This design comes from an exercise in tuning for small area on the open sky130 flow, not from production work. RTL that was checked went through simulation tests only; none was proved equivalent to the original. Power and IR drop assume default switching activity.

== exp/indigo ==
Design vg63_loop_law, start of the top module:
module vg63_loop_law (
    input  wire        clk,
    input  wire        rst,
    input  wire        cfg_we,
    input  wire [6:0]  cfg_addr,
    input  wire [31:0] cfg_wdata,
    input  wire        in_valid,
    output wire        in_ready,
    input  wire [31:0] in_e,
    input  wire [31:0] in_vn,
    input  wire [31:0] in_an,
    output reg         out_valid,
    output wire [31:0] out_y,
    output wire [31:0] out_ye,
    output reg         out_hi,
    output reg         out_lo,
    output reg         out_frozen
);
Size: ~4800 cells after synthesis, ~2700 flip-flops, about 210 I/O pins.
export LEC_CHECK = 0
export CAP_MARGIN = 20
export CORE_MARGIN = 2
export CORE_UTILIZATION = 85
export CTS_BUF_LIST = sky130_fd_sc_hd__clkbuf_8
export CTS_CLUSTER_DIAMETER = 50
export CTS_CLUSTER_SIZE = 16
export PLACE_DENSITY = 0.9
export SLEW_MARGIN = 20
create_clock -name core_clock -period 18.0 [get_ports {clk}]
standard.sh (not shown) runs the stock make flow with config.mk's settings and CLKGATE_MAP_FILE= SYNTH_SCRIPT=/design/flow/synth_recipe.tcl, a recipe that flattens the netlist after the stock synthesis.
==> flow/flow/run.sh <==
#!/bin/bash
# The standard layout (standard.sh), with two of its settings changed:
# ports buffered with buf_1, and a clock tree without dummy loads.
set -euo pipefail
export BUFFER_PORTS_ARGS="-buffer_cell sky130_fd_sc_hd__buf_1"
export CTS_ARGS="-sink_clustering_enable -repair_clock_nets -sink_clustering_size 16 -sink_clustering_max_diameter 50 -buf_list sky130_fd_sc_hd__clkbuf_8 -dont_use_dummy_load"
bash standard.sh finish > standard_flow.log 2>&1
In the summary table, exp/indigo is marked failed, with error GRT-0116 raised in global routing (5_1_grt).
Input-level comparison between exp/garnet and exp/indigo:
Settings: CORE_UTILIZATION changed from 85 to 75; PLACE_DENSITY changed from 0.9 to 0.82; ABC_AREA newly set to 1.
==> flow/flow/run.sh <==
#!/bin/bash
# The standard layout (standard.sh), with two of its settings changed:
# ports buffered with buf_1, and a clock tree without dummy loads.
set -euo pipefail
export BUFFER_PORTS_ARGS="-buffer_cell sky130_fd_sc_hd__buf_1"
export CTS_ARGS="-sink_clustering_enable -repair_clock_nets -sink_clustering_size 9 -sink_clustering_max_diameter 35 -buf_list sky130_fd_sc_hd__clkbuf_4 -dont_use_dummy_load"
bash standard.sh finish > standard_flow.log 2>&1
Notes after the runs:
exp/garnet completed; timing, DRC and antenna clean
The XOR/XNOR share of the synthesized area was comparable across exp/garnet and exp/indigo.
Relative to exp/indigo, effective utilization at floorplan has decreased by 10 points in exp/garnet.
Delta (exp/garnet minus exp/indigo): H-tree depth increased 1; synthesized cell count increased 463; cell row count increased 7; area after synthesis decreased about 0.4%.
## Diff of input files: exp/harbor against exp/garnet
==> flow/flow/run.sh <==
#!/bin/bash
# The standard layout (standard.sh), with two of its settings changed:
# ports buffered with buf_1, and a clock tree without dummy loads.
set -euo pipefail
export BUFFER_PORTS_ARGS="-buffer_cell sky130_fd_sc_hd__buf_1"
export CTS_ARGS="-sink_clustering_enable -repair_clock_nets -sink_clustering_size 18 -sink_clustering_max_diameter 45 -buf_list sky130_fd_sc_hd__clkbuf_8 -dont_use_dummy_load"
bash standard.sh finish > standard_flow.log 2>&1
Notes after the runs:
exp/harbor consumes less power than exp/garnet does.
exp/garnet → exp/harbor: wire length saw a decrease; filler-free cell count of the finished design has decreased; relative slew slack went up 2.2 points; fraction of the cycle the final worst path needs essentially unchanged.
For the register fraction of the total cell area, exp/harbor came in 0.19 points higher than exp/garnet did.
Looking at exp/harbor and exp/garnet, the highest clock rate is a wash.
Cell area: exp/harbor vs exp/garnet — no meaningful difference
Measured against each other, exp/harbor and exp/garnet differ in slew at the pin with the worst max-slew slack, the higher figure coming from exp/garnet.
Modified inputs, exp/cedar compared to exp/harbor
==> flow/flow/run.sh <==
#!/bin/bash
# The standard layout (standard.sh), with two of its settings changed:
# ports buffered with buf_1, and a clock tree without dummy loads.
set -euo pipefail
export BUFFER_PORTS_ARGS="-buffer_cell sky130_fd_sc_hd__buf_1"
export CTS_ARGS="-sink_clustering_enable -repair_clock_nets -sink_clustering_size 16 -sink_clustering_max_diameter 50 -buf_list sky130_fd_sc_hd__clkbuf_8 -dont_use_dummy_load"
bash standard.sh finish > standard_flow.log 2>&1
Findings:
exp/cedar finished every stage and its layout cleared the timing, DRC and antenna checks. The first-pass detailed-route iteration total number comes out lower for exp/cedar vs exp/harbor. | time the final worst path needs with I/O delays and setup | exp/cedar vs exp/harbor | 0.043 ns higher |. Of exp/cedar and exp/harbor, exp/harbor shows the lower part of the cycle the worst path needs, with exp/cedar above it. Compared exp/cedar vs exp/harbor, and total routed wirelength is up in exp/cedar. Final cell count delta (exp/harbor -> exp/cedar): insignificant. For final area, exp/harbor and exp/cedar come out practically identical.

---

vg63_loop_law again, from the RTL that the note above started with.
export LEC_CHECK = 0
export CAP_MARGIN = 20
export CORE_MARGIN = 2
export CORE_UTILIZATION = 75
export CTS_BUF_LIST = sky130_fd_sc_hd__clkbuf_8
export CTS_CLUSTER_DIAMETER = 50
export CTS_CLUSTER_SIZE = 16
export PLACE_DENSITY = 0.82
export SLEW_MARGIN = 20
create_clock -name core_clock -period 18.0 [get_ports {clk}]
==> flow/flow/run.sh <==
#!/bin/bash
# The standard layout (standard.sh), with two of its settings changed:
# ports buffered with buf_1, and a clock tree without dummy loads.
set -euo pipefail
export BUFFER_PORTS_ARGS="-buffer_cell sky130_fd_sc_hd__buf_1"
export CTS_ARGS="-sink_clustering_enable -repair_clock_nets -sink_clustering_size 34 -sink_clustering_max_diameter 55 -buf_list sky130_fd_sc_hd__clkbuf_16 -dont_use_dummy_load"
bash standard.sh finish > standard_flow.log 2>&1
Then changed:
==> flow/flow/run.sh (replaced) <==
#!/bin/bash
# The standard layout (standard.sh), with two of its settings changed:
# ports buffered with buf_1, and a clock tree without dummy loads.
set -euo pipefail
export BUFFER_PORTS_ARGS="-buffer_cell sky130_fd_sc_hd__buf_1"
export CTS_ARGS="-sink_clustering_enable -repair_clock_nets -sink_clustering_size 16 -sink_clustering_max_diameter 50 -buf_list sky130_fd_sc_hd__clkbuf_8 -dont_use_dummy_load"
bash standard.sh finish > standard_flow.log 2>&1
Non-clock buffer count is unchanged. Design area fell by 0.90%. Sequential share of layout area went up by 0.66 points. Count of clock-buffer cells in the layout climbs by 60.

---

## the reference run
vg63_loop_law, a different RTL version from the one above (not shown whole).
Size in the first run: about 2700 flip-flops, roughly 210 I/O pins.
export LEC_CHECK = 0
export CAP_MARGIN = 20
export CORE_MARGIN = 2
export CORE_UTILIZATION = 65
export CTS_BUF_LIST = sky130_fd_sc_hd__clkbuf_8
export CTS_CLUSTER_DIAMETER = 50
export CTS_CLUSTER_SIZE = 16
export PLACE_DENSITY = 0.72
export SLEW_MARGIN = 20
create_clock -name core_clock -period 18.0 [get_ports {clk}]
==> flow/flow/run.sh <==
#!/bin/bash
# The standard layout (standard.sh), with two of its settings changed:
# ports buffered with buf_1, and a clock tree without dummy loads.
set -euo pipefail
export BUFFER_PORTS_ARGS="-buffer_cell sky130_fd_sc_hd__buf_1"
export CTS_ARGS="-sink_clustering_enable -repair_clock_nets -sink_clustering_size 16 -sink_clustering_max_diameter 50 -buf_list sky130_fd_sc_hd__clkbuf_8 -dont_use_dummy_load"
bash standard.sh finish > standard_flow.log 2>&1
What the trial run does differently from the reference run at the input level:
-- flow/config.mk --
<<< the reference run, line 10
export CORE_UTILIZATION = 65
>>> the trial run, line 10
export CORE_UTILIZATION = 75
<<< the reference run, line 14
export PLACE_DENSITY = 0.72
>>> the trial run, line 14
export PLACE_DENSITY = 0.82
Results
- Placed wire-length estimate up 2.9% in the trial run wrt the reference run
- The trial run vs the reference run — wire length rose 8.3%.
- On internal power of the cells, the reference run tracks the trial run almost exactly.
- Taking the trial run over the reference run, the first-pass GRT wire length ratio works out to 1.08.
- Summary of the trial run over the reference run: die outline area -13%; global router's overall resource usage climbed 7.2 points; placed cell count went down; cell count has decreased; final antenna diode count rose by 2.
- Per the comparison of the trial run with the reference run, minimum hold slack fell 0.042 ns; critical path depth fell 2.
- nand2_1 as the cell with the largest stage delay on the worst path was reported by the trial run, and a211oi_1 by the reference run.
Function was not checked in any run of this note: the RTL went through the layout flow alone.

---

Q:
RTL: one of the versions met above, not the one the previous note started from.
Size: about 2700 flip-flops, about 210 I/O pins, about 69000 um^2 of cells after synthesis.
==> flow/config.mk <==
export PLATFORM = sky130hd
export DESIGN_NAME = vg63_loop_law
export DESIGN_NICKNAME = vg63_loop_law
export VERILOG_FILES = /design/flow/design.v
export SDC_FILE = /design/flow/constraint.sdc
export NUM_CORES = 8
export LEC_CHECK = 0
export CAP_MARGIN = 20
export CORE_MARGIN = 2
export CORE_UTILIZATION = 75
export CTS_BUF_LIST = sky130_fd_sc_hd__clkbuf_8
export CTS_CLUSTER_DIAMETER = 50
export CTS_CLUSTER_SIZE = 16
export PLACE_DENSITY = 0.82
export SLEW_MARGIN = 20
==> flow/constraint.sdc <==
create_clock -name core_clock -period 18.0 [get_ports {clk}]
set_input_delay 3.6000 -clock core_clock [delete_from_list [all_inputs] [get_ports {clk}]]
set_output_delay 3.6000 -clock core_clock [all_outputs]
set_load 0.01 [all_outputs]
==> flow/flow/run.sh <==
#!/bin/bash
# The standard layout (standard.sh), with two of its settings changed:
# ports buffered with buf_1, and a clock tree without dummy loads.
set -euo pipefail
export BUFFER_PORTS_ARGS="-buffer_cell sky130_fd_sc_hd__buf_1"
export CTS_ARGS="-sink_clustering_enable -repair_clock_nets -sink_clustering_size 18 -sink_clustering_max_diameter 45 -buf_list sky130_fd_sc_hd__clkbuf_8 -dont_use_dummy_load"
bash standard.sh finish > standard_flow.log 2>&1
Q ended with every stage complete and zero timing, DRC or antenna violations.
What R does differently from Q at the input level:
Settings: a change of SLEW_MARGIN from 20 to 10; a change of CAP_MARGIN from 20 to 10.
-- flow/flow/run.sh --
<<< Q, line 6
export CTS_ARGS="-sink_clustering_enable -repair_clock_nets -sink_clustering_size 18 -sink_clustering_max_diameter 45 -buf_list sky130_fd_sc_hd__clkbuf_8 -dont_use_dummy_load"
>>> R, line 6
export CTS_ARGS="-sink_clustering_enable -repair_clock_nets -sink_clustering_size 16 -sink_clustering_max_diameter 50 -buf_list sky130_fd_sc_hd__clkbuf_8 -dont_use_dummy_load"
### Flow results
- Between Q and R, the first-pass GRT wire length does not differ in any meaningful way.
- Compared with Q, in R final core utilization shows an increase of 0.19 points; detailed-routing iteration count for the pre-antenna-repair pass shows an increase of 8; sum of routed wire length over all layers shows no meaningful change; wire length the detailed router placed on met1 shows a reduction of about 1%.
- Going from Q to R, global-route usage has remained practically unchanged, final worst slack moved down, total power now larger.

[what the ideal ports hide]
How much do the figures lean on ideal ports? The routed layouts below were timed once more, with nothing changed but the port constraints.
Step 1 (the two cells are an assumption about what drives the block):
set clk [get_ports {clk}]
set_driving_cell -lib_cell sky130_fd_sc_hd__clkbuf_16 $clk
set_driving_cell -lib_cell sky130_fd_sc_hd__buf_2 [delete_from_list [all_inputs] $clk]
Step 2 moves the port delays by t, midway between the first and last clock arrival at a register: inputs arrive t later, outputs are due t later. That takes back most of the time a late clock gives input paths.
a / b / c = no drivers / after step 1 / after step 2; a / b = the first two.
run | t (ns) | slack for setup (ns) | worst setup path at the end
exp/garnet | 1.308 | 3.216 / 3.216 / 3.216 | register to register
exp/harbor | 0.933 | 3.196 / 3.196 / 3.196 | register to register
exp/cedar | 0.946 | 3.153 / 3.153 / 3.153 | register to register
the first run of note 2 | 0.815 | 2.943 / 2.943 / 2.943 | register to register
the second run of note 2 | 0.927 | 2.972 / 2.972 / 2.972 | register to register
the reference run | 0.923 | 2.460 / 2.460 / 2.460 | register to register
the trial run | 0.959 | 2.807 / 2.807 / 2.807 | register to register
Q | 0.894 | 2.985 / 2.985 / 2.985 | register to register
R | 0.904 | 2.981 / 2.981 / 2.981 | register to register
After both steps every run listed still meets setup and hold.
